Context: an optimization exercise on an open-source flow, tuned for small area and a short achievable clock period. The choices shown serve that exercise and are no tape-out recipe. The RTL was checked by simulation tests, not by an equivalence proof against the original design.

File: flow/flow/run.sh
#!/bin/bash
# Standard layout (the standard.sh) with these changes:
#  - no three-input XOR cells (two XOR2 are smaller than one XOR3 here), and
#    XOR2 cells only in their smallest size (synthesis upsizes them for a
#    delay target far below the clock period);
#  - ports buffered with the smallest buffer instead of a delay buffer;
#  - the timing repair aims for more setup slack than the design's margin.
set -euo pipefail
cat >> config.mk <<'EOC'
export DONT_USE_CELLS = sky130_fd_sc_hd__xor3_1 sky130_fd_sc_hd__xor3_2 sky130_fd_sc_hd__xor3_4 sky130_fd_sc_hd__xnor3_1 sky130_fd_sc_hd__xnor3_2 sky130_fd_sc_hd__xnor3_4 sky130_fd_sc_hd__xnor2_2 sky130_fd_sc_hd__xnor2_4 sky130_fd_sc_hd__xor2_2 sky130_fd_sc_hd__xor2_4
export BUFFER_PORTS_ARGS = -buffer_cell sky130_fd_sc_hd__buf_1
EOC
bash standard.sh SETUP_SLACK_MARGIN=${MARGIN:-15} finish > standard.log 2>&1
File: flow/standard.sh
#!/bin/bash
# synth_recipe.tcl (not shown) runs the flow's synth.tcl, then flattens the netlist and writes it again
# the make line also repeats each setting of config.mk as NAME=value (left out here)
make -C /OpenROAD-flow-scripts/flow DESIGN_CONFIG=/design/flow/config.mk WORK_HOME=/design/flow/orfs CLKGATE_MAP_FILE= SYNTH_SCRIPT=/design/flow/synth_recipe.tcl "${@:-finish}"
File: flow/config.mk
export PLATFORM = sky130hd
export DESIGN_NAME = chk_unit
export DESIGN_NICKNAME = chk_unit
export VERILOG_FILES = /design/flow/design.v
export SDC_FILE = /design/flow/constraint.sdc
export NUM_CORES = 4
export LEC_CHECK = 0
export CAP_MARGIN = 20
export CORE_MARGIN = 2
export CORE_UTILIZATION = 62
export SETUP_SLACK_MARGIN = 2
export SLEW_MARGIN = 40
export DONT_USE_CELLS = sky130_fd_sc_hd__xor3_1 sky130_fd_sc_hd__xor3_2 sky130_fd_sc_hd__xor3_4 sky130_fd_sc_hd__xnor3_1 sky130_fd_sc_hd__xnor3_2 sky130_fd_sc_hd__xnor3_4 sky130_fd_sc_hd__xnor2_2 sky130_fd_sc_hd__xnor2_4 sky130_fd_sc_hd__xor2_2 sky130_fd_sc_hd__xor2_4
export BUFFER_PORTS_ARGS = -buffer_cell sky130_fd_sc_hd__buf_1
File: flow/constraint.sdc
create_clock -name core_clock -period 25.0 [get_ports {clk}]
set_input_delay 5.0000 -clock core_clock [delete_from_list [all_inputs] [get_ports {clk}]]
set_output_delay 5.0000 -clock core_clock [all_outputs]
set_load 0.01 [all_outputs]
File: flow/design.v
module chk_unit (
    input  wire        clk,
    input  wire        rst,           
    input  wire        wr_cfg,        
    input  wire        wr_init,       
    input  wire        wr_value,      
    input  wire [31:0] wdata,
    input  wire        s_valid,
    input  wire [63:0] s_data,        
    input  wire [2:0]  s_nbm1,        
    input  wire        s_last,        
    input  wire        s_check,       
    output wire [1:0]  code,
    output wire [31:0] value,
    output wire [31:0] result,
    output wire        residue_ok,
    output wire [15:0] fail_cnt,
    output wire [15:0] refused_cnt
);
    function [31:0] width_mask(input [1:0] c);
        case (c)
            2'd0, 2'd1: width_mask = 32'hFFFF_FFFF;
            2'd2:       width_mask = 32'h0000_FFFF;
            default:    width_mask = 32'h0000_00FF;
        endcase
    endfunction
    function [31:0] init_value(input [1:0] c);
        case (c)
            2'd0, 2'd1: init_value = 32'hFFFF_FFFF;
            2'd2:       init_value = 32'h0000_FFFF;
            default:    init_value = 32'h0000_0000;
        endcase
    endfunction
    function [31:0] final_xor(input [1:0] c);
        case (c)
            2'd0, 2'd1: final_xor = 32'hFFFF_FFFF;
            2'd2:       final_xor = 32'h0000_FFFF;
            default:    final_xor = 32'h0000_0000;
        endcase
    endfunction
    function [31:0] residue(input [1:0] c);
        case (c)
            2'd0:    residue = 32'hDEBB_20E3;
            2'd1:    residue = 32'hB798_B438;
            2'd2:    residue = 32'h0000_F0B8;
            default: residue = 32'h0000_0000;
        endcase
    endfunction
    reg [1:0]  code_q;
    reg [31:0] value_q;
    reg [15:0] fail_q;
    reg [15:0] refused_q;
    reg  [3:0] chk_q;         
    wire [63:0] z    = s_data ^ {32'd0, value_q};
    wire [2:0]  sh   = ~s_nbm1;
    reg  [63:0] y;
    integer k, s;
    always @* begin
        y = 64'd0;
        for (k = 0; k < 8; k = k + 1)
            for (s = 0; s <= k; s = s + 1)
                if (sh == s)
                    y[8*k +: 8] = y[8*k +: 8] | z[8*(k-s) +: 8];
    end
    wire [23:0] y_hi = value_q[31:8] >> {s_nbm1[1:0], 3'b000};
    wire [31:0] y_tail = (s_nbm1[2] || s_nbm1 == 3'd3) ? 32'd0 : {8'd0, y_hi};
    wire t64 = y[11] ^ y[55];
    wire t65 = y[12] ^ y[35];
    wire t66 = y[9] ^ y[38];
    wire t67 = y[10] ^ y[39];
    wire t68 = y[13] ^ y[42];
    wire t69 = y[3] ^ y[8];
    wire t70 = y[32] ^ y[54];
    wire t71 = y[15] ^ y[37];
    wire t72 = y[36] ^ y[45];
    wire t73 = y[5] ^ y[34];
    wire t74 = y[4] ^ y[48];
    wire t75 = y[7] ^ y[23];
    wire t76 = y[2] ^ y[40];
    wire t77 = y[6] ^ y[22];
    wire t78 = y[31] ^ y[53];
    wire t79 = y[14] ^ y[43];
    wire t80 = y[16] ^ y[63];
    wire t81 = y[21] ^ y[41];
    wire t82 = y[50] ^ y[58];
    wire t83 = y[0] ^ y[57];
    wire t84 = y[18] ^ y[33];
    wire t85 = y[28] ^ y[47];
    wire t86 = y[30] ^ y[51];
    wire t87 = y[46] ^ y[62];
    wire t88 = y[24] ^ y[44];
    wire t89 = y[20] ^ y[49];
    wire t90 = y[52] ^ y[56];
    wire t91 = y[19] ^ y[26];
    wire t92 = y[1] ^ y[59];
    wire t93 = y[60] ^ y[61];
    wire t94 = y[17] ^ y[29];
    wire t95 = y[27] ^ t70;
    wire t96 = y[25] ^ t64;
    wire t97 = t65 ^ t81;
    wire t98 = t66 ^ t69;
    wire t99 = y[11] ^ t82;
    wire t100 = t73 ^ t76;
    wire t101 = y[14] ^ t67;
    wire t102 = y[1] ^ t75;
    wire t103 = t71 ^ t78;
    wire t104 = t68 ^ t72;
    wire t105 = t77 ^ t80;
    wire t106 = y[32] ^ t74;
    wire t107 = t84 ^ t90;
    wire t108 = y[25] ^ t79;
    wire t109 = y[7] ^ t64;
    wire t110 = t65 ^ t86;
    wire t111 = y[18] ^ t75;
    wire t112 = y[12] ^ y[62];
    wire t113 = y[52] ^ y[59];
    wire t114 = t85 ^ t94;
    wire t115 = y[38] ^ t83;
    wire t116 = y[61] ^ t87;
    wire t117 = y[41] ^ t77;
    wire t118 = y[30] ^ y[49];
    wire t119 = y[17] ^ y[33];
    wire t120 = t72 ^ t95;
    wire t121 = y[19] ^ y[39];
    wire t122 = y[31] ^ t69;
    wire t123 = y[13] ^ y[36];
    wire t124 = y[15] ^ t76;
    wire t125 = y[47] ^ y[58];
    wire t126 = y[43] ^ t89;
    wire t127 = y[34] ^ y[55];
    wire t128 = y[4] ^ y[40];
    wire t129 = y[5] ^ t88;
    wire t130 = t83 ^ t91;
    wire t131 = y[42] ^ y[46];
    wire t132 = y[31] ^ t74;
    wire t133 = y[10] ^ y[57];
    wire t134 = y[36] ^ t68;
    wire t135 = t92 ^ t93;
    wire t136 = y[24] ^ y[54];
    wire t137 = y[15] ^ y[27];
    wire t138 = y[8] ^ t66;
    wire t139 = y[37] ^ y[50];
    wire t140 = y[16] ^ t67;
    wire t141 = y[6] ^ y[9];
    wire t142 = y[53] ^ t102;
    wire t143 = y[11] ^ t71;
    wire t144 = y[3] ^ y[56];
    wire t145 = y[23] ^ t73;
    wire t146 = y[24] ^ y[26];
    wire t147 = y[22] ^ t81;
    wire t148 = y[29] ^ y[51];
    wire t149 = y[44] ^ t96;
    wire t150 = y[0] ^ y[47];
    wire t151 = t67 ^ t79;
    wire t152 = y[44] ^ t89;
    wire t153 = y[17] ^ t84;
    wire t154 = y[60] ^ y[63];
    wire t155 = y[2] ^ y[37];
    wire t156 = y[21] ^ t80;
    wire t157 = y[1] ^ t87;
    wire t158 = y[28] ^ t113;
    wire t159 = y[14] ^ t82;
    wire t160 = y[12] ^ t70;
    wire t161 = y[34] ^ y[35];
    wire t162 = y[0] ^ t88;
    wire t163 = y[48] ^ t114;
    wire t164 = y[30] ^ y[52];
    wire t165 = t78 ^ t93;
    wire t166 = y[1] ^ y[16];
    wire t167 = t66 ^ t120;
    wire t168 = y[45] ^ t92;
    wire t169 = y[54] ^ t125;
    wire t170 = y[22] ^ y[27];
    wire t171 = t71 ^ t110;
    wire t172 = y[13] ^ y[55];
    wire t173 = y[62] ^ t99;
    wire t174 = y[8] ^ t72;
    wire t175 = y[25] ^ t85;
    wire t176 = y[60] ^ t107;
    wire t177 = y[5] ^ t97;
    wire t178 = y[54] ^ t78;
    wire t179 = y[12] ^ y[41];
    wire t180 = y[33] ^ y[49];
    wire t181 = y[39] ^ t105;
    wire t182 = y[38] ^ t122;
    wire t183 = y[51] ^ t131;
    wire t184 = y[20] ^ y[58];
    wire t185 = y[53] ^ y[57];
    wire t186 = y[20] ^ t94;
    wire t187 = t88 ^ t108;
    wire t188 = t79 ^ t83;
    wire t189 = y[13] ^ y[35];
    wire t190 = y[18] ^ y[40];
    wire t191 = y[6] ^ t98;
    wire t192 = t90 ^ t104;
    wire t193 = y[4] ^ t89;
    wire t194 = t68 ^ t112;
    wire t195 = t100 ^ t136;
    wire t196 = y[39] ^ t127;
    wire t197 = y[26] ^ y[32];
    wire t198 = t107 ^ t118;
    wire t199 = y[56] ^ t69;
    wire t200 = t111 ^ t126;
    wire t201 = y[46] ^ t76;
    wire t202 = y[7] ^ t91;
    wire t203 = t92 ^ t109;
    wire t204 = y[10] ^ y[52];
    wire t205 = y[10] ^ t93;
    wire t206 = y[60] ^ t77;
    wire t207 = y[7] ^ t157;
    wire t208 = y[58] ^ t115;
    wire t209 = t87 ^ t159;
    wire t210 = y[2] ^ y[23];
    wire t211 = t111 ^ t182;
    wire t212 = y[16] ^ t75;
    wire t213 = y[59] ^ t100;
    wire t214 = y[25] ^ t106;
    wire t215 = y[57] ^ t96;
    wire t216 = t103 ^ t130;
    wire t217 = y[21] ^ y[62];
    wire t218 = t91 ^ t137;
    wire t219 = y[37] ^ t122;
    wire t220 = t86 ^ t128;
    wire t221 = y[45] ^ t93;
    wire t222 = t105 ^ t121;
    wire t223 = y[16] ^ t120;
    wire t224 = y[50] ^ t145;
    wire t225 = y[19] ^ t139;
    wire t226 = t65 ^ t85;
    wire t227 = t86 ^ t172;
    wire t228 = y[46] ^ t155;
    wire t229 = y[29] ^ t72;
    wire t230 = t91 ^ t143;
    wire t231 = y[47] ^ y[59];
    wire t232 = y[34] ^ t101;
    wire t233 = y[60] ^ t123;
    wire t234 = y[21] ^ t119;
    wire t235 = y[53] ^ t65;
    wire t236 = y[30] ^ t132;
    wire t237 = t104 ^ t116;
    wire t238 = y[38] ^ t64;
    wire t239 = y[0] ^ t97;
    wire t240 = t66 ^ t119;
    wire t241 = t102 ^ t117;
    wire t242 = t80 ^ t82;
    wire t243 = y[3] ^ t101;
    wire t244 = t96 ^ t168;
    wire t245 = y[19] ^ t74;
    wire t246 = y[48] ^ t149;
    wire t247 = y[48] ^ t94;
    wire t248 = t163 ^ t208;
    wire t249 = t121 ^ t135;
    wire t250 = y[27] ^ t176;
    wire t251 = y[31] ^ y[63];
    wire t252 = y[26] ^ t129;
    wire t253 = y[51] ^ t160;
    wire t254 = y[9] ^ y[34];
    wire t255 = t68 ^ t103;
    wire t256 = y[61] ^ t101;
    wire t257 = t80 ^ t84;
    wire t258 = t88 ^ t224;
    wire t259 = t135 ^ t194;
    wire t260 = y[61] ^ t112;
    wire t261 = y[28] ^ t67;
    wire t262 = y[40] ^ t112;
    wire t263 = t106 ^ t146;
    wire t264 = t81 ^ t99;
    wire t265 = y[43] ^ t158;
    wire t266 = t97 ^ t115;
    wire t267 = y[3] ^ y[23];
    wire t268 = y[56] ^ t133;
    wire t269 = t153 ^ t183;
    wire t270 = y[7] ^ y[20];
    wire t271 = t98 ^ t117;
    wire t272 = t79 ^ t134;
    wire t273 = y[55] ^ t241;
    wire t274 = t129 ^ t134;
    wire t275 = t179 ^ t196;
    wire t276 = y[32] ^ t76;
    wire t277 = t197 ^ t258;
    wire t278 = y[8] ^ y[12];
    wire t279 = t64 ^ t140;
    wire t280 = t106 ^ t244;
    wire t281 = y[28] ^ y[31];
    wire t282 = t71 ^ t109;
    wire t283 = y[13] ^ y[45];
    wire t284 = y[20] ^ t149;
    wire t285 = t87 ^ t154;
    wire t286 = t155 ^ t273;
    wire t287 = y[6] ^ t67;
    wire t288 = t124 ^ t133;
    wire t289 = t142 ^ t264;
    wire t290 = t85 ^ t129;
    wire t291 = t109 ^ t146;
    wire t292 = t95 ^ t231;
    wire t293 = y[8] ^ y[36];
    wire t294 = t68 ^ t141;
    wire t295 = t84 ^ t108;
    wire t296 = y[4] ^ t95;
    wire t297 = y[41] ^ t159;
    wire t298 = t138 ^ t192;
    wire t299 = t90 ^ t236;
    wire t300 = t65 ^ t246;
    wire t301 = t110 ^ t123;
    wire t302 = y[22] ^ t135;
    wire t303 = y[6] ^ t161;
    wire t304 = t166 ^ t206;
    wire t305 = y[61] ^ t240;
    wire t306 = t71 ^ t242;
    wire t307 = y[2] ^ t237;
    wire t308 = y[47] ^ t67;
    wire t309 = y[33] ^ t78;
    wire t310 = t90 ^ t100;
    wire t311 = t148 ^ t189;
    wire t312 = y[52] ^ t230;
    wire t313 = y[2] ^ t73;
    wire t314 = y[11] ^ t190;
    wire t315 = y[29] ^ t169;
    wire t316 = t150 ^ t167;
    wire t317 = y[34] ^ y[37];
    wire t318 = t170 ^ t171;
    wire t319 = y[30] ^ t140;
    wire t320 = t74 ^ t87;
    wire t321 = y[0] ^ y[44];
    wire t322 = y[29] ^ t91;
    wire t323 = t96 ^ t165;
    wire t324 = t103 ^ t193;
    wire t325 = y[55] ^ t92;
    wire t326 = t197 ^ t285;
    wire t327 = t180 ^ t204;
    wire t328 = t177 ^ t191;
    wire t329 = t195 ^ t225;
    wire t330 = t211 ^ t217;
    wire t331 = y[15] ^ y[41];
    wire t332 = t89 ^ t147;
    wire t333 = t86 ^ t156;
    wire t334 = t74 ^ t139;
    wire t335 = y[42] ^ t174;
    wire t336 = t98 ^ t127;
    wire t337 = y[1] ^ t257;
    wire t338 = y[27] ^ y[54];
    wire t339 = y[21] ^ y[63];
    wire t340 = y[3] ^ t73;
    wire t341 = t221 ^ t227;
    wire t342 = t85 ^ t296;
    wire t343 = y[32] ^ t300;
    wire t344 = t128 ^ t325;
    wire t345 = t158 ^ t186;
    wire t346 = t193 ^ t316;
    wire t347 = y[5] ^ y[45];
    wire t348 = y[62] ^ t124;
    wire t349 = t178 ^ t297;
    wire t350 = y[29] ^ t304;
    wire t351 = y[41] ^ t65;
    wire t352 = y[56] ^ t154;
    wire t353 = t170 ^ t195;
    wire t354 = y[17] ^ t82;
    wire t355 = y[18] ^ t78;
    wire t356 = t161 ^ t163;
    wire t357 = y[28] ^ y[49];
    wire t358 = t83 ^ t99;
    wire t359 = y[25] ^ t86;
    wire t360 = y[40] ^ y[57];
    wire t361 = y[14] ^ t77;
    wire t362 = y[38] ^ t295;
    wire t363 = t70 ^ t142;
    wire t364 = y[37] ^ t198;
    wire t365 = t200 ^ t229;
    wire t366 = t66 ^ t125;
    wire t367 = y[35] ^ t94;
    wire t368 = y[33] ^ t69;
    wire t369 = t106 ^ t367;
    wire t370 = t81 ^ t143;
    wire t371 = t108 ^ t205;
    wire t372 = y[41] ^ t284;
    wire t373 = t144 ^ t186;
    wire t374 = y[0] ^ t309;
    wire t375 = t188 ^ t305;
    wire t376 = y[4] ^ t130;
    wire t377 = t71 ^ t184;
    wire t378 = t151 ^ t210;
    wire t379 = t99 ^ t353;
    wire t380 = t92 ^ t147;
    wire t381 = y[44] ^ t175;
    wire t382 = t114 ^ t207;
    wire t383 = t64 ^ t164;
    wire t384 = y[4] ^ t98;
    wire t385 = t200 ^ t233;
    wire t386 = t97 ^ t142;
    wire t387 = t67 ^ t132;
    wire t388 = t126 ^ t212;
    wire t389 = t101 ^ t105;
    wire t390 = y[36] ^ y[40];
    wire t391 = t166 ^ t184;
    wire t392 = t390 ^ t95;
    wire t393 = t240 ^ t245;
    wire t394 = t303 ^ t383;
    wire t395 = t391 ^ t243;
    wire t396 = t392 ^ t393;
    wire t397 = t394 ^ t395;
    wire t398 = t396 ^ t397;
    wire t399 = y[36] ^ y[56];
    wire t400 = t399 ^ t109;
    wire t401 = t153 ^ t261;
    wire t402 = t213 ^ t239;
    wire t403 = t324 ^ t400;
    wire t404 = t401 ^ t402;
    wire t405 = t403 ^ t404;
    wire t406 = t70 ^ t73;
    wire t407 = t134 ^ t199;
    wire t408 = t225 ^ t314;
    wire t409 = t406 ^ t266;
    wire t410 = t407 ^ t408;
    wire t411 = t350 ^ t409;
    wire t412 = t410 ^ t411;
    wire t413 = y[4] ^ t121;
    wire t414 = t184 ^ t110;
    wire t415 = t134 ^ t413;
    wire t416 = t414 ^ t415;
    wire t417 = t375 ^ t416;
    wire t418 = t286 ^ t417;
    wire t419 = t92 ^ t134;
    wire t420 = t151 ^ t162;
    wire t421 = t377 ^ t310;
    wire t422 = t419 ^ t420;
    wire t423 = t421 ^ t422;
    wire t424 = t330 ^ t423;
    wire t425 = y[35] ^ y[60];
    wire t426 = t185 ^ t425;
    wire t427 = t168 ^ t276;
    wire t428 = t426 ^ t187;
    wire t429 = t222 ^ t370;
    wire t430 = t384 ^ t427;
    wire t431 = t428 ^ t429;
    wire t432 = t430 ^ t431;
    wire t433 = y[14] ^ t131;
    wire t434 = t164 ^ t218;
    wire t435 = t221 ^ t313;
    wire t436 = t433 ^ t241;
    wire t437 = t434 ^ t435;
    wire t438 = t436 ^ t437;
    wire t439 = t438 ^ t343;
    wire t440 = y[6] ^ t137;
    wire t441 = t146 ^ t199;
    wire t442 = t226 ^ t440;
    wire t443 = t374 ^ t388;
    wire t444 = t441 ^ t442;
    wire t445 = t307 ^ t443;
    wire t446 = t444 ^ t445;
    wire t447 = y[57] ^ t69;
    wire t448 = t123 ^ t254;
    wire t449 = t95 ^ t156;
    wire t450 = t334 ^ t447;
    wire t451 = t448 ^ t187;
    wire t452 = t449 ^ t450;
    wire t453 = t382 ^ t451;
    wire t454 = t452 ^ t453;
    wire t455 = y[1] ^ y[18];
    wire t456 = t69 ^ t148;
    wire t457 = t455 ^ t100;
    wire t458 = t152 ^ t175;
    wire t459 = t456 ^ t120;
    wire t460 = t181 ^ t457;
    wire t461 = t458 ^ t312;
    wire t462 = t459 ^ t460;
    wire t463 = t461 ^ t462;
    wire t464 = y[26] ^ y[28];
    wire t465 = t464 ^ t160;
    wire t466 = t228 ^ t229;
    wire t467 = t232 ^ t465;
    wire t468 = t466 ^ t289;
    wire t469 = t467 ^ t468;
    wire t470 = y[29] ^ t68;
    wire t471 = t136 ^ t231;
    wire t472 = t201 ^ t238;
    wire t473 = t368 ^ t470;
    wire t474 = t471 ^ t472;
    wire t475 = t473 ^ t318;
    wire t476 = t474 ^ t475;
    wire t477 = y[16] ^ t66;
    wire t478 = t85 ^ t267;
    wire t479 = t108 ^ t233;
    wire t480 = t477 ^ t478;
    wire t481 = t275 ^ t479;
    wire t482 = t480 ^ t299;
    wire t483 = t481 ^ t482;
    wire t484 = y[49] ^ y[56];
    wire t485 = t360 ^ t484;
    wire t486 = t485 ^ t252;
    wire t487 = t255 ^ t256;
    wire t488 = t369 ^ t486;
    wire t489 = t487 ^ t488;
    wire t490 = y[5] ^ y[6];
    wire t491 = t118 ^ t331;
    wire t492 = t360 ^ t490;
    wire t493 = t491 ^ t492;
    wire t494 = t173 ^ t493;
    wire t495 = t223 ^ t362;
    wire t496 = t494 ^ t495;
    wire t497 = y[6] ^ y[44];
    wire t498 = y[59] ^ t119;
    wire t499 = t281 ^ t497;
    wire t500 = t183 ^ t202;
    wire t501 = t498 ^ t499;
    wire t502 = t275 ^ t306;
    wire t503 = t500 ^ t501;
    wire t504 = t502 ^ t503;
    wire t505 = y[60] ^ t84;
    wire t506 = t86 ^ t141;
    wire t507 = t104 ^ t151;
    wire t508 = t199 ^ t245;
    wire t509 = t505 ^ t506;
    wire t510 = t203 ^ t315;
    wire t511 = t507 ^ t508;
    wire t512 = t509 ^ t510;
    wire t513 = t511 ^ t512;
    wire t514 = y[9] ^ y[19];
    wire t515 = y[46] ^ t278;
    wire t516 = t514 ^ t152;
    wire t517 = t188 ^ t205;
    wire t518 = t515 ^ t213;
    wire t519 = t282 ^ t516;
    wire t520 = t517 ^ t299;
    wire t521 = t518 ^ t519;
    wire t522 = t520 ^ t521;
    wire t523 = y[15] ^ y[32];
    wire t524 = y[47] ^ t166;
    wire t525 = t283 ^ t523;
    wire t526 = t152 ^ t165;
    wire t527 = t268 ^ t524;
    wire t528 = t525 ^ t173;
    wire t529 = t526 ^ t527;
    wire t530 = t328 ^ t528;
    wire t531 = t529 ^ t530;
    wire t532 = y[7] ^ y[9];
    wire t533 = y[59] ^ t74;
    wire t534 = t532 ^ t234;
    wire t535 = t533 ^ t253;
    wire t536 = t358 ^ t389;
    wire t537 = t534 ^ t307;
    wire t538 = t535 ^ t536;
    wire t539 = t537 ^ t538;
    wire t540 = y[5] ^ t138;
    wire t541 = t320 ^ t171;
    wire t542 = t222 ^ t292;
    wire t543 = t540 ^ t385;
    wire t544 = t541 ^ t542;
    wire t545 = t543 ^ t544;
    wire t546 = t73 ^ t93;
    wire t547 = t118 ^ t189;
    wire t548 = t339 ^ t99;
    wire t549 = t102 ^ t162;
    wire t550 = t546 ^ t547;
    wire t551 = t219 ^ t548;
    wire t552 = t549 ^ t550;
    wire t553 = t342 ^ t551;
    wire t554 = t552 ^ t553;
    wire t555 = y[19] ^ y[45];
    wire t556 = t555 ^ t122;
    wire t557 = t140 ^ t260;
    wire t558 = t359 ^ t345;
    wire t559 = t556 ^ t557;
    wire t560 = t558 ^ t559;
    wire t561 = t379 ^ t560;
    wire t562 = y[13] ^ t141;
    wire t563 = t267 ^ t96;
    wire t564 = t220 ^ t355;
    wire t565 = t562 ^ t239;
    wire t566 = t326 ^ t345;
    wire t567 = t563 ^ t564;
    wire t568 = t565 ^ t566;
    wire t569 = t567 ^ t568;
    wire t570 = y[48] ^ t68;
    wire t571 = t73 ^ t190;
    wire t572 = t97 ^ t165;
    wire t573 = t366 ^ t570;
    wire t574 = t571 ^ t181;
    wire t575 = t291 ^ t373;
    wire t576 = t572 ^ t573;
    wire t577 = t574 ^ t575;
    wire t578 = t576 ^ t577;
    wire t579 = y[34] ^ y[58];
    wire t580 = y[61] ^ t579;
    wire t581 = t98 ^ t107;
    wire t582 = t194 ^ t580;
    wire t583 = t215 ^ t380;
    wire t584 = t388 ^ t581;
    wire t585 = t582 ^ t583;
    wire t586 = t584 ^ t585;
    wire t587 = y[8] ^ y[22];
    wire t588 = y[59] ^ t68;
    wire t589 = t88 ^ t217;
    wire t590 = t254 ^ t587;
    wire t591 = t235 ^ t352;
    wire t592 = t354 ^ t588;
    wire t593 = t589 ^ t590;
    wire t594 = t376 ^ t378;
    wire t595 = t591 ^ t592;
    wire t596 = t593 ^ t594;
    wire t597 = t595 ^ t596;
    wire t598 = y[15] ^ y[43];
    wire t599 = t88 ^ t113;
    wire t600 = t598 ^ t115;
    wire t601 = t145 ^ t153;
    wire t602 = t599 ^ t214;
    wire t603 = t222 ^ t341;
    wire t604 = t600 ^ t601;
    wire t605 = t602 ^ t603;
    wire t606 = t604 ^ t605;
    wire t607 = y[10] ^ t118;
    wire t608 = t144 ^ t111;
    wire t609 = t320 ^ t607;
    wire t610 = t252 ^ t323;
    wire t611 = t608 ^ t609;
    wire t612 = t167 ^ t610;
    wire t613 = t611 ^ t612;
    wire t614 = y[24] ^ y[56];
    wire t615 = t91 ^ t139;
    wire t616 = t180 ^ t251;
    wire t617 = t278 ^ t347;
    wire t618 = t614 ^ t116;
    wire t619 = t287 ^ t615;
    wire t620 = t616 ^ t617;
    wire t621 = t215 ^ t618;
    wire t622 = t619 ^ t620;
    wire t623 = t342 ^ t621;
    wire t624 = t622 ^ t623;
    wire t625 = y[5] ^ y[25];
    wire t626 = y[50] ^ y[54];
    wire t627 = t80 ^ t90;
    wire t628 = t625 ^ t626;
    wire t629 = t627 ^ t628;
    wire t630 = t243 ^ t301;
    wire t631 = t376 ^ t629;
    wire t632 = t382 ^ t630;
    wire t633 = t631 ^ t632;
    wire t634 = t70 ^ t98;
    wire t635 = t257 ^ t308;
    wire t636 = t311 ^ t313;
    wire t637 = t216 ^ t634;
    wire t638 = t635 ^ t636;
    wire t639 = t637 ^ t638;
    wire t640 = y[19] ^ y[43];
    wire t641 = y[59] ^ t73;
    wire t642 = t123 ^ t640;
    wire t643 = t147 ^ t228;
    wire t644 = t641 ^ t642;
    wire t645 = t279 ^ t643;
    wire t646 = t644 ^ t248;
    wire t647 = t250 ^ t645;
    wire t648 = t646 ^ t647;
    wire t649 = y[23] ^ y[30];
    wire t650 = y[42] ^ t144;
    wire t651 = t317 ^ t649;
    wire t652 = t152 ^ t235;
    wire t653 = t314 ^ t361;
    wire t654 = t650 ^ t651;
    wire t655 = t249 ^ t652;
    wire t656 = t653 ^ t654;
    wire t657 = t248 ^ t655;
    wire t658 = t656 ^ t657;
    wire t659 = y[13] ^ t82;
    wire t660 = t136 ^ t659;
    wire t661 = t236 ^ t249;
    wire t662 = t266 ^ t348;
    wire t663 = t660 ^ t365;
    wire t664 = t661 ^ t662;
    wire t665 = t663 ^ t664;
    wire t666 = y[55] ^ t80;
    wire t667 = t276 ^ t359;
    wire t668 = t666 ^ t209;
    wire t669 = t219 ^ t249;
    wire t670 = t274 ^ t332;
    wire t671 = t667 ^ t668;
    wire t672 = t669 ^ t670;
    wire t673 = t671 ^ t672;
    wire t674 = y[20] ^ t141;
    wire t675 = t148 ^ t190;
    wire t676 = t281 ^ t106;
    wire t677 = t145 ^ t218;
    wire t678 = t242 ^ t674;
    wire t679 = t675 ^ t215;
    wire t680 = t237 ^ t243;
    wire t681 = t676 ^ t677;
    wire t682 = t678 ^ t679;
    wire t683 = t680 ^ t681;
    wire t684 = t682 ^ t683;
    wire t685 = y[7] ^ y[18];
    wire t686 = t89 ^ t154;
    wire t687 = t685 ^ t115;
    wire t688 = t196 ^ t361;
    wire t689 = t686 ^ t263;
    wire t690 = t301 ^ t348;
    wire t691 = t687 ^ t688;
    wire t692 = t689 ^ t690;
    wire t693 = t691 ^ t692;
    wire t694 = y[46] ^ y[49];
    wire t695 = y[50] ^ y[63];
    wire t696 = t79 ^ t694;
    wire t697 = t695 ^ t96;
    wire t698 = t696 ^ t288;
    wire t699 = t302 ^ t697;
    wire t700 = t211 ^ t356;
    wire t701 = t698 ^ t699;
    wire t702 = t700 ^ t701;
    wire t703 = y[49] ^ t133;
    wire t704 = t172 ^ t116;
    wire t705 = t234 ^ t703;
    wire t706 = t265 ^ t384;
    wire t707 = t704 ^ t705;
    wire t708 = t318 ^ t706;
    wire t709 = t707 ^ t277;
    wire t710 = t708 ^ t709;
    wire t711 = y[4] ^ t66;
    wire t712 = t72 ^ t78;
    wire t713 = t145 ^ t162;
    wire t714 = t175 ^ t311;
    wire t715 = t711 ^ t712;
    wire t716 = t173 ^ t389;
    wire t717 = t713 ^ t714;
    wire t718 = t715 ^ t250;
    wire t719 = t716 ^ t717;
    wire t720 = t718 ^ t719;
    wire t721 = y[56] ^ t125;
    wire t722 = t146 ^ t95;
    wire t723 = t105 ^ t124;
    wire t724 = t721 ^ t341;
    wire t725 = t722 ^ t723;
    wire t726 = t362 ^ t386;
    wire t727 = t724 ^ t725;
    wire t728 = t726 ^ t727;
    wire t729 = y[0] ^ y[42];
    wire t730 = t729 ^ t143;
    wire t731 = t252 ^ t315;
    wire t732 = t371 ^ t730;
    wire t733 = t731 ^ t732;
    wire t734 = t330 ^ t733;
    wire t735 = y[30] ^ y[43];
    wire t736 = t735 ^ t138;
    wire t737 = t162 ^ t218;
    wire t738 = t260 ^ t181;
    wire t739 = t736 ^ t737;
    wire t740 = t280 ^ t738;
    wire t741 = t739 ^ t740;
    wire t742 = y[52] ^ t251;
    wire t743 = t317 ^ t130;
    wire t744 = t262 ^ t366;
    wire t745 = t742 ^ t380;
    wire t746 = t743 ^ t744;
    wire t747 = t246 ^ t365;
    wire t748 = t745 ^ t746;
    wire t749 = t747 ^ t748;
    wire t750 = t83 ^ t114;
    wire t751 = t126 ^ t235;
    wire t752 = t383 ^ t335;
    wire t753 = t337 ^ t750;
    wire t754 = t751 ^ t752;
    wire t755 = t753 ^ t277;
    wire t756 = t754 ^ t755;
    wire t757 = y[50] ^ y[52];
    wire t758 = y[60] ^ t66;
    wire t759 = t83 ^ t757;
    wire t760 = t110 ^ t117;
    wire t761 = t140 ^ t178;
    wire t762 = t758 ^ t759;
    wire t763 = t244 ^ t290;
    wire t764 = t760 ^ t761;
    wire t765 = t762 ^ t763;
    wire t766 = t764 ^ t765;
    wire t767 = y[26] ^ y[58];
    wire t768 = t767 ^ t102;
    wire t769 = t201 ^ t247;
    wire t770 = t287 ^ t192;
    wire t771 = t253 ^ t323;
    wire t772 = t768 ^ t769;
    wire t773 = t770 ^ t771;
    wire t774 = t772 ^ t773;
    wire t775 = y[13] ^ t69;
    wire t776 = t76 ^ t79;
    wire t777 = t179 ^ t185;
    wire t778 = t116 ^ t775;
    wire t779 = t776 ^ t777;
    wire t780 = t291 ^ t292;
    wire t781 = t778 ^ t779;
    wire t782 = t364 ^ t780;
    wire t783 = t781 ^ t782;
    wire t784 = y[33] ^ y[57];
    wire t785 = t137 ^ t784;
    wire t786 = t194 ^ t245;
    wire t787 = t352 ^ t785;
    wire t788 = t336 ^ t381;
    wire t789 = t786 ^ t787;
    wire t790 = t349 ^ t788;
    wire t791 = t789 ^ t790;
    wire t792 = y[2] ^ y[14];
    wire t793 = y[35] ^ y[63];
    wire t794 = t93 ^ t792;
    wire t795 = t793 ^ t147;
    wire t796 = t794 ^ t269;
    wire t797 = t795 ^ t312;
    wire t798 = t796 ^ t797;
    wire t799 = t346 ^ t798;
    wire t800 = y[53] ^ t210;
    wire t801 = t331 ^ t800;
    wire t802 = t259 ^ t358;
    wire t803 = t373 ^ t801;
    wire t804 = t802 ^ t803;
    wire t805 = y[2] ^ y[3];
    wire t806 = y[4] ^ y[18];
    wire t807 = y[58] ^ t136;
    wire t808 = t805 ^ t806;
    wire t809 = t188 ^ t807;
    wire t810 = t808 ^ t259;
    wire t811 = t333 ^ t809;
    wire t812 = t810 ^ t811;
    wire t813 = y[27] ^ y[29];
    wire t814 = y[36] ^ t144;
    wire t815 = t813 ^ t115;
    wire t816 = t116 ^ t132;
    wire t817 = t814 ^ t232;
    wire t818 = t337 ^ t370;
    wire t819 = t381 ^ t815;
    wire t820 = t816 ^ t817;
    wire t821 = t818 ^ t819;
    wire t822 = t820 ^ t821;
    wire t823 = y[10] ^ y[43];
    wire t824 = t137 ^ t823;
    wire t825 = t97 ^ t104;
    wire t826 = t824 ^ t198;
    wire t827 = t326 ^ t344;
    wire t828 = t825 ^ t826;
    wire t829 = t827 ^ t828;
    wire t830 = y[38] ^ y[42];
    wire t831 = y[44] ^ y[55];
    wire t832 = t82 ^ t113;
    wire t833 = t339 ^ t830;
    wire t834 = t831 ^ t247;
    wire t835 = t355 ^ t832;
    wire t836 = t833 ^ t256;
    wire t837 = t834 ^ t835;
    wire t838 = t836 ^ t837;
    wire t839 = y[53] ^ t71;
    wire t840 = t81 ^ t87;
    wire t841 = t100 ^ t227;
    wire t842 = t327 ^ t839;
    wire t843 = t840 ^ t841;
    wire t844 = t842 ^ t223;
    wire t845 = t248 ^ t843;
    wire t846 = t844 ^ t845;
    wire t847 = y[3] ^ t92;
    wire t848 = t131 ^ t238;
    wire t849 = t847 ^ t181;
    wire t850 = t848 ^ t349;
    wire t851 = t356 ^ t364;
    wire t852 = t849 ^ t850;
    wire t853 = t851 ^ t852;
    wire t854 = y[22] ^ y[28];
    wire t855 = y[46] ^ t854;
    wire t856 = t95 ^ t99;
    wire t857 = t212 ^ t220;
    wire t858 = t327 ^ t855;
    wire t859 = t177 ^ t255;
    wire t860 = t856 ^ t857;
    wire t861 = t858 ^ t859;
    wire t862 = t860 ^ t861;
    wire t863 = y[8] ^ y[16];
    wire t864 = y[24] ^ t113;
    wire t865 = t863 ^ t114;
    wire t866 = t117 ^ t238;
    wire t867 = t864 ^ t224;
    wire t868 = t253 ^ t272;
    wire t869 = t374 ^ t865;
    wire t870 = t866 ^ t867;
    wire t871 = t868 ^ t869;
    wire t872 = t870 ^ t871;
    wire t873 = t196 ^ t247;
    wire t874 = t294 ^ t171;
    wire t875 = t176 ^ t187;
    wire t876 = t873 ^ t363;
    wire t877 = t874 ^ t875;
    wire t878 = t876 ^ t877;
    wire t879 = y[16] ^ y[38];
    wire t880 = y[61] ^ t127;
    wire t881 = t189 ^ t879;
    wire t882 = t174 ^ t178;
    wire t883 = t202 ^ t880;
    wire t884 = t881 ^ t187;
    wire t885 = t198 ^ t288;
    wire t886 = t882 ^ t883;
    wire t887 = t884 ^ t885;
    wire t888 = t886 ^ t887;
    wire t889 = y[9] ^ y[17];
    wire t890 = y[39] ^ t161;
    wire t891 = t889 ^ t199;
    wire t892 = t890 ^ t209;
    wire t893 = t216 ^ t891;
    wire t894 = t223 ^ t892;
    wire t895 = t893 ^ t372;
    wire t896 = t894 ^ t895;
    wire t897 = y[26] ^ t156;
    wire t898 = t226 ^ t268;
    wire t899 = t377 ^ t269;
    wire t900 = t344 ^ t897;
    wire t901 = t898 ^ t167;
    wire t902 = t899 ^ t900;
    wire t903 = t901 ^ t902;
    wire t904 = y[12] ^ y[32];
    wire t905 = t321 ^ t904;
    wire t906 = t103 ^ t905;
    wire t907 = t906 ^ t298;
    wire t908 = t350 ^ t907;
    wire t909 = t283 ^ t228;
    wire t910 = t319 ^ t909;
    wire t911 = t363 ^ t375;
    wire t912 = t910 ^ t911;
    wire t913 = t64 ^ t124;
    wire t914 = t153 ^ t157;
    wire t915 = t162 ^ t169;
    wire t916 = t182 ^ t232;
    wire t917 = t913 ^ t914;
    wire t918 = t915 ^ t916;
    wire t919 = t917 ^ t918;
    wire t920 = y[18] ^ t80;
    wire t921 = t121 ^ t144;
    wire t922 = t150 ^ t254;
    wire t923 = t124 ^ t351;
    wire t924 = t920 ^ t921;
    wire t925 = t922 ^ t923;
    wire t926 = t924 ^ t280;
    wire t927 = t925 ^ t926;
    wire t928 = y[33] ^ t204;
    wire t929 = t347 ^ t152;
    wire t930 = t201 ^ t928;
    wire t931 = t216 ^ t271;
    wire t932 = t369 ^ t929;
    wire t933 = t930 ^ t931;
    wire t934 = t932 ^ t933;
    wire t935 = y[6] ^ t84;
    wire t936 = t131 ^ t340;
    wire t937 = t935 ^ t319;
    wire t938 = t936 ^ t289;
    wire t939 = t937 ^ t938;
    wire t940 = t346 ^ t939;
    wire t941 = y[8] ^ y[43];
    wire t942 = t77 ^ t941;
    wire t943 = t183 ^ t226;
    wire t944 = t234 ^ t942;
    wire t945 = t203 ^ t387;
    wire t946 = t943 ^ t944;
    wire t947 = t329 ^ t945;
    wire t948 = t946 ^ t947;
    wire t949 = t148 ^ t150;
    wire t950 = t949 ^ t271;
    wire t951 = t310 ^ t385;
    wire t952 = t950 ^ t951;
    wire t953 = t343 ^ t952;
    wire t954 = t88 ^ t118;
    wire t955 = t141 ^ t130;
    wire t956 = t334 ^ t368;
    wire t957 = t954 ^ t192;
    wire t958 = t256 ^ t955;
    wire t959 = t956 ^ t386;
    wire t960 = t957 ^ t958;
    wire t961 = t959 ^ t960;
    wire t962 = y[51] ^ t133;
    wire t963 = t104 ^ t108;
    wire t964 = t138 ^ t962;
    wire t965 = t207 ^ t324;
    wire t966 = t963 ^ t964;
    wire t967 = t965 ^ t966;
    wire t968 = t379 ^ t967;
    wire t969 = y[26] ^ y[46];
    wire t970 = y[51] ^ t70;
    wire t971 = t85 ^ t113;
    wire t972 = t969 ^ t970;
    wire t973 = t971 ^ t149;
    wire t974 = t306 ^ t378;
    wire t975 = t972 ^ t328;
    wire t976 = t973 ^ t974;
    wire t977 = t975 ^ t976;
    wire t978 = y[27] ^ y[40];
    wire t979 = y[51] ^ t119;
    wire t980 = t978 ^ t308;
    wire t981 = t979 ^ t203;
    wire t982 = t219 ^ t263;
    wire t983 = t980 ^ t981;
    wire t984 = t982 ^ t983;
    wire t985 = y[11] ^ t179;
    wire t986 = t357 ^ t100;
    wire t987 = t138 ^ t985;
    wire t988 = t214 ^ t986;
    wire t989 = t987 ^ t250;
    wire t990 = t988 ^ t989;
    wire t991 = y[50] ^ y[61];
    wire t992 = t180 ^ t185;
    wire t993 = t991 ^ t261;
    wire t994 = t294 ^ t322;
    wire t995 = t340 ^ t351;
    wire t996 = t992 ^ t993;
    wire t997 = t994 ^ t995;
    wire t998 = t996 ^ t997;
    wire t999 = y[10] ^ y[29];
    wire t1000 = t270 ^ t338;
    wire t1001 = t999 ^ t220;
    wire t1002 = t303 ^ t1000;
    wire t1003 = t173 ^ t272;
    wire t1004 = t1001 ^ t1002;
    wire t1005 = t1003 ^ t1004;
    wire t1006 = t79 ^ t86;
    wire t1007 = t251 ^ t293;
    wire t1008 = t321 ^ t158;
    wire t1009 = t1006 ^ t1007;
    wire t1010 = t177 ^ t282;
    wire t1011 = t1008 ^ t1009;
    wire t1012 = t1010 ^ t1011;
    wire t1013 = t150 ^ t338;
    wire t1014 = t132 ^ t151;
    wire t1015 = t156 ^ t202;
    wire t1016 = t262 ^ t1013;
    wire t1017 = t1014 ^ t1015;
    wire t1018 = t1016 ^ t298;
    wire t1019 = t1017 ^ t1018;
    wire t1020 = y[17] ^ t90;
    wire t1021 = t91 ^ t128;
    wire t1022 = t103 ^ t109;
    wire t1023 = t115 ^ t157;
    wire t1024 = t160 ^ t1020;
    wire t1025 = t1021 ^ t290;
    wire t1026 = t332 ^ t335;
    wire t1027 = t1022 ^ t1023;
    wire t1028 = t1024 ^ t1025;
    wire t1029 = t1026 ^ t1027;
    wire t1030 = t1028 ^ t1029;
    wire t1031 = y[5] ^ y[20];
    wire t1032 = t78 ^ t133;
    wire t1033 = t293 ^ t1031;
    wire t1034 = t107 ^ t322;
    wire t1035 = t1032 ^ t1033;
    wire t1036 = t209 ^ t214;
    wire t1037 = t1034 ^ t1035;
    wire t1038 = t1036 ^ t1037;
    wire t1039 = t286 ^ t1038;
    wire t1040 = y[27] ^ y[33];
    wire t1041 = y[42] ^ t75;
    wire t1042 = t89 ^ t185;
    wire t1043 = t1040 ^ t169;
    wire t1044 = t1041 ^ t1042;
    wire t1045 = t191 ^ t213;
    wire t1046 = t230 ^ t333;
    wire t1047 = t1043 ^ t1044;
    wire t1048 = t1045 ^ t1046;
    wire t1049 = t1047 ^ t1048;
    wire t1050 = t270 ^ t95;
    wire t1051 = t206 ^ t354;
    wire t1052 = t239 ^ t265;
    wire t1053 = t336 ^ t387;
    wire t1054 = t1050 ^ t1051;
    wire t1055 = t1052 ^ t1053;
    wire t1056 = t1054 ^ t1055;
    wire t1057 = y[9] ^ y[21];
    wire t1058 = y[35] ^ y[53];
    wire t1059 = t75 ^ t84;
    wire t1060 = t128 ^ t148;
    wire t1061 = t357 ^ t1057;
    wire t1062 = t1058 ^ t1059;
    wire t1063 = t1060 ^ t1061;
    wire t1064 = t274 ^ t279;
    wire t1065 = t302 ^ t1062;
    wire t1066 = t1063 ^ t1064;
    wire t1067 = t1065 ^ t1066;
    wire t1068 = y[11] ^ y[23];
    wire t1069 = t94 ^ t112;
    wire t1070 = t164 ^ t1068;
    wire t1071 = t117 ^ t174;
    wire t1072 = t1069 ^ t1070;
    wire t1073 = t371 ^ t1071;
    wire t1074 = t1072 ^ t329;
    wire t1075 = t1073 ^ t1074;
    wire t1076 = y[26] ^ y[63];
    wire t1077 = t1076 ^ t110;
    wire t1078 = t111 ^ t116;
    wire t1079 = t191 ^ t255;
    wire t1080 = t1077 ^ t1078;
    wire t1081 = t1079 ^ t1080;
    wire t1082 = t372 ^ t1081;
    wire [31:0] w0 = {t639, t633, t624, t613, t606, t597, t586, t578, t569, t561, t554, t545, t539, t531, t522, t513, t504, t496, t489, t483, t476, t469, t463, t454, t446, t439, t432, t424, t418, t412, t405, t398};
    wire [31:0] w1 = {t903, t896, t888, t878, t872, t862, t853, t846, t838, t829, t822, t812, t804, t799, t791, t783, t774, t766, t756, t749, t741, t734, t728, t720, t710, t702, t693, t684, t673, t665, t658, t648};
    wire [15:0] w2 = {t1012, t1005, t998, t990, t984, t977, t968, t961, t953, t948, t940, t934, t927, t919, t912, t908};
    wire [7:0] w3 = {t1082, t1075, t1067, t1056, t1049, t1039, t1030, t1019};
    reg [1:0]  ctl_code;
    reg [31:0] ctl_value;
    always @* begin
        ctl_code  = code_q;
        ctl_value = value_q;
        if (wr_cfg) begin
            ctl_code  = wdata[1:0];
            ctl_value = value_q & width_mask(wdata[1:0]);
        end
        if (wr_init)
            ctl_value = init_value(ctl_code);
        if (wr_value)
            ctl_value = wdata & width_mask(ctl_code);
    end
    wire [1:0]  n_writes = {1'b0, wr_cfg} + {1'b0, wr_init} + {1'b0, wr_value};
    wire [16:0] ref_sum  = {1'b0, refused_q} + {15'd0, n_writes};
    wire        eq0 = (value_q == 32'hDEBB_20E3);
    wire        eq1 = (value_q == 32'hB798_B438);
    wire        eq2 = (value_q[15:0] == 16'hF0B8);
    wire        eq3 = (value_q[7:0] == 8'h00);
    reg         rok;
    always @* begin
        case (code_q)
            2'd0:    rok = eq0;
            2'd1:    rok = eq1;
            2'd2:    rok = eq2;
            default: rok = eq3;
        endcase
    end
    wire        fail = |(chk_q & ~{eq3, eq2, eq1, eq0});
    wire [15:0] fail_now = (fail && fail_q != 16'hFFFF) ? fail_q + 16'd1 : fail_q;
    wire        take  = s_valid & ~rst;
    wire [3:0]  sel   = {4{take}} & (4'b0001 << code_q);
    wire [31:0] pick  = ({32{sel[0]}} & w0) | ({32{sel[1]}} & w1) |
                        {16'd0, {16{sel[2]}} & w2} | {24'd0, {8{sel[3]}} & w3};
    wire [31:0] early = rst ? 32'd0 : s_valid ? y_tail : ctl_value;
    wire [31:0] value_d = pick ^ early;
    always @(posedge clk)
        value_q <= value_d;
    always @(posedge clk) begin
        if (rst) begin
            code_q    <= 2'd1;
            fail_q    <= 16'd0;
            refused_q <= 16'd0;
            chk_q     <= 4'd0;
        end else begin
            fail_q <= fail_now;
            chk_q  <= {4{s_valid & s_last & s_check}} & (4'b0001 << code_q);
            if (s_valid) begin
                refused_q <= ref_sum[16] ? 16'hFFFF : ref_sum[15:0];
            end else begin
                code_q  <= ctl_code;
            end
        end
    end
    assign code        = code_q;
    assign value       = value_q;
    assign result      = {~(value_q[31:16] | {16{code_q[1]}}),
                          ~(value_q[15:8] | {8{code_q == 2'd3}}),
                          value_q[7:0] ^ {8{code_q != 2'd3}}};
    assign residue_ok  = rok;
    assign fail_cnt    = fail_now;
    assign refused_cnt = refused_q;
endmodule
==> summary.json, run 1 <==
{
  "outcome": {"value": "no timing/DRC/antenna violations"},
  "fin_setup_tns": {"value": 0, "unit": "ns"},
  "post_cts_hold_buffer_count": {"value": 0},
  "finalCriticalPeriod": {"value": 9.855, "unit": "ns"},
  "dpl_cell_area": {"value": 17350, "unit": "um2"},
  "pre_cts_ws": {"value": 14.68, "unit": "ns"},
  "worst_setup_hold_path_clk_slew": {"value": 0.06, "unit": "ns"},
  "unrepaired_setup_endpoints_after_global_routing": {"value": "no"},
  "synth_enable_flop_cells": {"value": 0},
  "crit_path_start": {"value": "s_nbm1[0]"},
  "r2r-start": {"value": "value_q[28]"},
  "synth.ff_latch_count": {"value": 70},
  "max_cap_violations": {"value": 0},
  "timing.final.setup_violations": {"value": 0},
  "max_slew_margin": {"value": 30.13, "unit": "%"},
  "post-route-worst-setup-slack": {"value": 15.15, "unit": "ns"},
  "criticalPathCategory": {"value": "in2reg"},
  "detailedRoute.firstIterationViolations": {"value": 3394},
  "gp_congestion": {"value": 1.311},
  "placeableCoreArea": {"value": 24960, "unit": "um2"},
  "reg2regPathDepth": {"value": 13},
  "timing.final.crit_share": {"value": 39.42, "unit": "%"},
  "cp_max_stage_delay": {"value": 0.77, "unit": "ns"},
  "rows": {"value": 58},
  "cts_resized": {"value": 0},
  "path_common_cell": {"value": "sky130_fd_sc_hd__xnor2_1"},
  "postSynthCellCount": {"value": 1967},
  "drc": {"value": 0},
  "ys.flop_type": {"value": "sky130_fd_sc_hd__dfxtp_1"},
  "num_vias": {"value": 17120},
  "crit-reg2reg-capture": {"value": "value_q[8]"},
  "clk_path_buf_depth": {"value": 2},
  "ant_nets": {"value": 0},
  "synth.yosys.warnings": {"value": 1},
  "num_io_pins": {"value": 206},
  "numCtsBuffers": {"value": 9},
  "cp-end-kind": {"value": "flop"},
  "crit_start_category": {"value": "primary input"},
  "clock_insertion_delay_worst_skew": {"value": 0.34, "unit": "ns"},
  "post-synth-top-area-fraction": {"value": 49.92, "unit": "%"},
  "grt_pass1_wl": {"value": 104600, "unit": "um"},
  "worst-endpoint-arrival": {"value": 10.12, "unit": "ns"},
  "worstPathMaxFanout": {"value": 62},
  "route.final.wire_length": {"value": 73720, "unit": "um"},
  "place_hpwl": {"value": 58310, "unit": "um"},
  "cp.required": {"value": 25.27, "unit": "ns"},
  "yosys.cell_count.top_type": {"value": "sky130_fd_sc_hd__xnor2_1"},
  "clock_sink_count": {"value": 70},
  "final-hold-violation-count": {"value": 0},
  "grt_start_max_net_pins": {"value": 63},
  "critical-path-top-delay-family": {"value": "XOR/XNOR gates"},
  "dieArea": {"value": 26470, "unit": "um2"},
  "worst_setup_path_endpoint": {"value": "value_q[6]"},
  "placed_instances": {"value": 2530},
  "chipHeight": {"value": 162.7, "unit": "um"},
  "final_nets": {"value": 2341},
  "worstHoldPathType": {"value": "reg2reg"},
  "synth_nets": {"value": 2079},
  "finalHoldWorstSlack": {"value": 0.5181, "unit": "ns"},
  "htree_levels": {"value": 3},
  "cp.buffers_inverters": {"value": 4},
  "gr-total-overflow": {"value": 0},
  "synth_sequential_area_ratio": {"value": 8.974, "unit": "%"},
  "die-width": {"value": 162.7, "unit": "um"},
  "slowest_library_cell_on_the_worst_path": {"value": "sky130_fd_sc_hd__or3b_1"},
  "synth_cell_types": {"value": 56},
  "instances_no_fill": {"value": 2564},
  "synthesis.area": {"value": 15620, "unit": "um2"},
  "number_of_antenna_violations_at_the_first_check_in_global_routing": {"value": 0},
  "port-buffer-count": {"value": 205},
  "layout-drive-gt1-share": {"value": 8.997, "unit": "%"},
  "cts_tree": {"value": "yes"},
  "overall_fraction_of_global_route_tracks_in_use": {"value": 54.38, "unit": "%"},
  "postLayoutCellArea": {"value": 17750, "unit": "um2"},
  "timing.fmax": {"value": 0.1015, "unit": "GHz"},
  "slew_violations": {"value": 0},
  "first_global_vias": {"value": 15770},
  "synth.area.top_cells": {"value": "sky130_fd_sc_hd__xnor2_1 50%, sky130_fd_sc_hd__xor2_1 12%, sky130_fd_sc_hd__dfxtp_1 9.0%"},
  "path_cells": {"value": "clkbuf_2 > buf_4 > or3b_1 > o22ai_1 > nor3_2 > buf_4 > xnor2_1 > xor2_1 > buf_2 > xor2_1 > xnor2_1 > xnor2_1 > xnor2_1 > o22ai_1 > a211oi_1 > xor2_1"},
  "path_depth": {"value": 16},
  "wl_per_cell": {"value": 28.75, "unit": "um"},
  "antenna_cells": {"value": 0},
  "number_of_iterations_in_the_first_detailed_routing_pass": {"value": 13},
  "initial_utilization": {"value": 62.56, "unit": "%"},
  "r2r_slack": {"value": 19.91, "unit": "ns"},
  "yosysTopAreaCell": {"value": "sky130_fd_sc_hd__xnor2_1"},
  "clock_tree.root_cell": {"value": "sky130_fd_sc_hd__clkbuf_16"},
  "route.detailed.vias_per_inst": {"value": 6.675},
  "synthArstFlopShare": {"value": 0, "unit": "%"},
  "synth.cells.most_frequent": {"value": "890 x sky130_fd_sc_hd__xnor2_1, 210 x sky130_fd_sc_hd__xor2_1, 125 x sky130_fd_sc_hd__nor2_1"},
  "synth_area_per_cell": {"value": 7.939, "unit": "um2"},
  "worst-slew-pin-transition": {"value": 1.041, "unit": "ns"},
  "skew": {"value": 0.006392, "unit": "ns"},
  "area_growth_syn_to_layout": {"value": 13.65, "unit": "%"},
  "min_delay_path_depth": {"value": 2},
  "postCtsSetupRepairBufs": {"value": 0}
}
## routing by layer
layer	routed length [um]	GRT usage [%]	part of all wire [%]	vias to the layer above
met5	8	0	0.011	-
met4	7300	38.37	9.9	2
met3	12710	24.60	17	552
met2	28330	77.06	38	1703
met1	25380	64.89	34	7815
li1	-	-	-	7043
## tightest hold or removal path, cell delays in order (launching register included)
cell	delay, ns
sky130_fd_sc_hd__dfxtp_1	0.33
sky130_fd_sc_hd__nor2_1	0.10
sky130_fd_sc_hd__nor3_1	0.05
## kinds of logic (layout without fill, tap and decap cells)
kind of cell | count (synthesis) | after routing | synth area share, %
buf+inv | 116 | 383 | 2.932
xor+xnor | 1100 | 1100 | 61.69
flops | 70 | 70 | 8.974
mux | 57 | 57 | 3.686
compound gates | 306 | 306 | 12.22
fa+ha+maj | 5 | 5 | 0.4968
simple gates | 313 | 313 | 9.999
## cells in the final DEF, fill, tap and decap left out, drive strengths merged, types with 5 or more instances in the layout
cell type and n:
o221ai 5, nand3b 8, nand3 27, mux2i 53, xor2 210, nor2b 24, buf 341, nand4 8
xnor2 890, a22oi 9, dfxtp 70, and3 11, or3 7, inv 18, nor3 27, nand2 48
clkbuf 19, o31ai 5, a21oi 82, and2 10, o2bb2ai 6, o22ai 125, nor2 125, o21ai 37
a211oi 27
## registers in the layout (all words and copies together) (netlist names)
| register | flops |
|---|---|
| fail_q | 16 |
| chk_q | 4 |
| value_q | 32 |
| refused_q | 16 |
| code_q | 2 |
## worst min-delay path by stage
stage	from	end	slack [ns]
after floorplan	refused_q[0]	refused_q[0]	0.52
after global routing	refused_q[0]	refused_q[0]	0.54
after global placement	refused_q[0]	refused_q[0]	0.49
final	refused_q[0]	refused_q[0]	0.52
after CTS	refused_q[0]	refused_q[0]	0.52
after detailed placement	refused_q[0]	refused_q[0]	0.51
## area by class of cell
cell class                      instances  area (um2)
Clock inverter                          4       22.52
Multi-Input combinational cell       1781       13820
Inverter                               19       71.32
Timing Repair Buffer                  348        1770
Sequential cell                        70        1403
Fill cell                            2123        7216
Tap cell                              330       412.9
Clock buffer                           12       246.5
## per-stage QoR
| stage | util, % |
|---|---|
| after floorplan | - |
| after global placement | 68.88 |
| after detailed placement | 69.52 |
| after CTS | 70.59 |
| after global routing | 71.10 |
| final | 71.10 |
==> inputs of run 2 (changes only) <==
--- a/flow/flow/run.sh
+++ b/flow/flow/run.sh
@@ -11,3 +11,3 @@
 export BUFFER_PORTS_ARGS = -buffer_cell sky130_fd_sc_hd__buf_1
 EOC
-bash standard.sh SETUP_SLACK_MARGIN=${MARGIN:-15} finish > standard.log 2>&1
+bash standard.sh SETUP_SLACK_MARGIN=${MARGIN:-17} finish > standard.log 2>&1
==> summary.json, run 2 <==
{
  "yosys.cell_count.top_type": {"value": "sky130_fd_sc_hd__xnor2_1"},
  "overall_fraction_of_global_route_tracks_in_use": {"value": 89.95, "unit": "%"},
  "synth_nets": {"value": 2079, "change": "unchanged"},
  "clk_path_buf_depth": {"value": 2, "change": "unchanged"},
  "place_hpwl": {"value": 60770, "unit": "um", "change": "+4.2%"},
  "largest_family_of_logic_cells_by_synthesized_area": {"value": "XOR/XNOR gates"},
  "synthArstFlopShare": {"value": 0, "unit": "%", "change": "unchanged"},
  "die-width": {"value": 162.7, "unit": "um", "change": "unchanged"},
  "clock_sink_count": {"value": 70, "change": "unchanged"},
  "post-synth-top-area-fraction": {"value": 49.92, "unit": "%", "change": "unchanged"},
  "synth.cells.most_frequent": {"value": "890 x sky130_fd_sc_hd__xnor2_1, 210 x sky130_fd_sc_hd__xor2_1, 125 x sky130_fd_sc_hd__nor2_1"},
  "synthXorXnorAreaFrac": {"value": 61.69, "unit": "%", "change": "unchanged"},
  "synth.yosys.warnings": {"value": 1, "change": "unchanged"},
  "gp_congestion": {"value": 1.305, "change": "-0.43%"},
  "numCtsBuffers": {"value": 9, "change": "unchanged"},
  "chipHeight": {"value": 162.7, "unit": "um", "change": "unchanged"},
  "synth.ff_latch_count": {"value": 70, "change": "unchanged"},
  "initial_utilization": {"value": 62.56, "unit": "%", "change": "unchanged"},
  "num_io_pins": {"value": 206, "change": "unchanged"},
  "synth_enable_flop_cells": {"value": 0, "change": "unchanged"},
  "haltStage": {"value": "5_1_grt"},
  "synthesis.area": {"value": 15620, "unit": "um2", "change": "unchanged"},
  "synth_compound_area_share": {"value": 12.22, "unit": "%", "change": "unchanged"},
  "flow.first_error": {"value": "[ERROR GRT-0116] Global routing finished with congestion. Check the congestion regions in the DRC Viewer."},
  "rows": {"value": 58, "change": "unchanged"},
  "postSynthCellCount": {"value": 1967, "change": "unchanged"},
  "clock_tree.root_cell": {"value": "sky130_fd_sc_hd__clkbuf_16"},
  "outcome": {"value": "aborted with a tool error"},
  "grt_pass1_wl": {"value": 177700, "unit": "um"},
  "grt_start_max_net_pins": {"value": 44},
  "gr-total-overflow": {"value": 656},
  "ys.flop_type": {"value": "sky130_fd_sc_hd__dfxtp_1"},
  "port-buffer-count": {"value": 205, "change": "unchanged"},
  "synth_sequential_area_ratio": {"value": 8.974, "unit": "%", "change": "unchanged"},
  "post_synth_mux_area_share": {"value": 3.686, "unit": "%", "change": "unchanged"},
  "post_synth_and_or_nand_nor_area_fraction": {"value": 9.999, "unit": "%", "change": "unchanged"},
  "first_global_vias": {"value": 23860},
  "htree_levels": {"value": 3, "change": "unchanged"},
  "synth_cell_types": {"value": 56, "change": "unchanged"},
  "yosys.area_share.adder": {"value": 0.4968, "unit": "%", "change": "unchanged"},
  "synth.area.top_cells": {"value": "sky130_fd_sc_hd__xnor2_1 50%, sky130_fd_sc_hd__xor2_1 12%, sky130_fd_sc_hd__dfxtp_1 9.0%"},
  "synth_area_per_cell": {"value": 7.939, "unit": "um2", "change": "unchanged"},
  "yosysTopAreaCell": {"value": "sky130_fd_sc_hd__xnor2_1"}
}
==> run 2: how the worst max path moves through the flow <==
stage / slack (ns) / endpoint / cells after the start
floorplan: 16.54 / value_q[4] / 12
global placement: 14.00 / value_q[5] / 12
detailed placement: 14.22 / value_q[5] / 13
CTS: 16.94 / value_q[20] / 18
==> run 2: cell families after synthesis <==
kind of cell,after synthesis
fa+ha+maj,5
xor+xnor,1100
compound gates,306
simple gates,313
buf+inv,116
flops,70
mux,57
==> run 2: layer usage <==
| metal | overflow | track usage, % |
|---|---|---|
| met3 | 48 | 78.69 |
| met1 | 42 | 88.88 |
| met5 | 4 | 60.80 |
| met4 | 174 | 89.22 |
| met2 | 388 | 103.1 |
==> run 2: through the flow <==
step / setup WS [ns] / instances / hold slack, ns / cell area [um2]
3_3_place_gp: 14.00 / 2479 / 0.5165 / 17380
3_5_place_dp: 14.22 / 2500 / 0.5363 / 17540
2_1_floorplan: 16.54 / 1967 / 0.5187 / 16120
4_1_cts: 16.94 / 2888 / 0.5454 / 21700
==> run 2: what timing repair did <==
| action | in CTS |
|---|---|
| buffers inserted | 354 |
| gates cloned | 18 |
| endpoints found under the setup margin | 39 |
| gates resized for setup | 139 |
| hold buffers | 0 |
| pin swaps | 260 |
==> inputs of run 3 (changes only) <==
--- a/flow/config.mk
+++ b/flow/config.mk
@@ -8,5 +8,5 @@
 export CAP_MARGIN = 20
 export CORE_MARGIN = 2
-export CORE_UTILIZATION = 62
+export CORE_UTILIZATION = 52
 export SETUP_SLACK_MARGIN = 2
 export SLEW_MARGIN = 40
==> summary.json, run 3 <==
{
  "outcome": {"value": "aborted with a tool error"},
  "haltStage": {"value": "5_1_grt"},
  "flow.first_error": {"value": "[ERROR GRT-0116] Global routing finished with congestion. Check the congestion regions in the DRC Viewer."},
  "die-width": {"value": 177.3, "unit": "um", "change": "+9.0%"},
  "yosys.cell_count.top_type": {"value": "sky130_fd_sc_hd__xnor2_1"},
  "synth.area.top_cells": {"value": "sky130_fd_sc_hd__xnor2_1 50%, sky130_fd_sc_hd__xor2_1 12%, sky130_fd_sc_hd__dfxtp_1 9.0%"},
  "synth_enable_flop_cells": {"value": 0, "change": "unchanged"},
  "gp_congestion": {"value": 1.218, "change": "-6.7%"},
  "grt_pass1_wl": {"value": 160400, "unit": "um"},
  "synth_sequential_area_ratio": {"value": 8.974, "unit": "%", "change": "unchanged"},
  "grt_start_max_net_pins": {"value": 44},
  "chipHeight": {"value": 177.3, "unit": "um", "change": "+9.0%"},
  "post-synth-top-area-fraction": {"value": 49.92, "unit": "%", "change": "unchanged"},
  "synth_nets": {"value": 2079, "change": "unchanged"},
  "rows": {"value": 63, "change": "+8.6%"},
  "clock_sink_count": {"value": 70, "change": "unchanged"},
  "first_global_vias": {"value": 21990},
  "synth_area_per_cell": {"value": 7.939, "unit": "um2", "change": "unchanged"},
  "initial_utilization": {"value": 52.69, "unit": "%", "change": "-9.9 points"},
  "synth_cell_types": {"value": 56, "change": "unchanged"},
  "clock_tree.root_cell": {"value": "sky130_fd_sc_hd__clkbuf_16"},
  "overall_fraction_of_global_route_tracks_in_use": {"value": 70.75, "unit": "%"},
  "dpl_cell_area": {"value": 17760, "unit": "um2", "change": "+1.2%"},
  "ys.flop_type": {"value": "sky130_fd_sc_hd__dfxtp_1"},
  "synthArstFlopShare": {"value": 0, "unit": "%", "change": "unchanged"},
  "num_io_pins": {"value": 206, "change": "unchanged"},
  "synthesis.area": {"value": 15620, "unit": "um2", "change": "unchanged"},
  "htree_levels": {"value": 3, "change": "unchanged"},
  "synth.ff_latch_count": {"value": 70, "change": "unchanged"},
  "place_hpwl": {"value": 66890, "unit": "um", "change": "+10%"},
  "gr-total-overflow": {"value": 54},
  "numCtsBuffers": {"value": 9, "change": "unchanged"},
  "yosysTopAreaCell": {"value": "sky130_fd_sc_hd__xnor2_1"},
  "port-buffer-count": {"value": 205, "change": "unchanged"},
  "synth.yosys.warnings": {"value": 1, "change": "unchanged"},
  "synth.cells.most_frequent": {"value": "890 x sky130_fd_sc_hd__xnor2_1, 210 x sky130_fd_sc_hd__xor2_1, 125 x sky130_fd_sc_hd__nor2_1"},
  "postSynthCellCount": {"value": 1967, "change": "unchanged"},
  "clk_path_buf_depth": {"value": 2, "change": "unchanged"}
}
run 3: metal layers:
layer,GRT usage (%),overflow
met5,21.96,0
met1,73.32,0
met4,64.11,27
met2,88.26,27
met3,54.07,0
run 3: kinds of logic after synthesis:
| logic type | Yosys count | share of synthesized area (%) |
|---|---|---|
| simple gates | 313 | 9.999 |
| buf+inv | 116 | 2.932 |
| compound gates | 306 | 12.22 |
| mux | 57 | 3.686 |
| flops | 70 | 8.974 |
| xor+xnor | 1100 | 61.69 |
| fa+ha+maj | 5 | 0.4968 |
run 3: repair_timing:
action	CTS
hold buffers	0
buffers inserted	397
pin swaps	288
setup endpoints to repair	46
resized for setup	182
gates cloned	23
run 3: metrics by stage:
step | cells | setup WS, ns | hold WS [ns]
2_1_floorplan | 1967 | 16.54 | 0.5187
3_3_place_gp | 2550 | 13.93 | 0.4947
3_5_place_dp | 2585 | 14.44 | 0.4969
4_1_cts | 3021 | 16.90 | 0.5148
run 3: worst min-delay path by stage:
| stage | start | to | slack (ns) | cells after the start |
|---|---|---|---|---|
| after floorplan | refused_q[0] | refused_q[0] | 0.52 | 2 |
| after global placement | refused_q[0] | refused_q[0] | 0.49 | 2 |
| after detailed placement | refused_q[0] | refused_q[0] | 0.50 | 2 |
| after CTS | refused_q[0] | refused_q[0] | 0.51 | 2 |

## re-timing with driven ports
How much do the figures lean on ideal ports? The routed layout below was timed once more, with nothing changed but the port constraints.
Step 1 sets driving cells, clkbuf_16 on the clock port and buf_2 on the other inputs (assumed; they add their load-dependent delay and slew).
Step 2 times the ports against the registers' clock, not the clock port: input delays grow and output delays shrink by t, the midpoint of the rising clock arrivals with the driver on.
Slacks: ideal / step 1 / step 2; pairs: ideal / step 1.
run: run 1
shift t [ns]: 0.379
setup slack, ns: 15.146 / 15.165 / 14.786
worst setup path after step 2: input to register
latest minus earliest clock arrival (ns): 0.006 / 0.006
After both steps run 1 still meets setup and hold. For run 1, drivers alone change the setup slack by +0.019 ns; drivers and shift together by -0.360 ns.
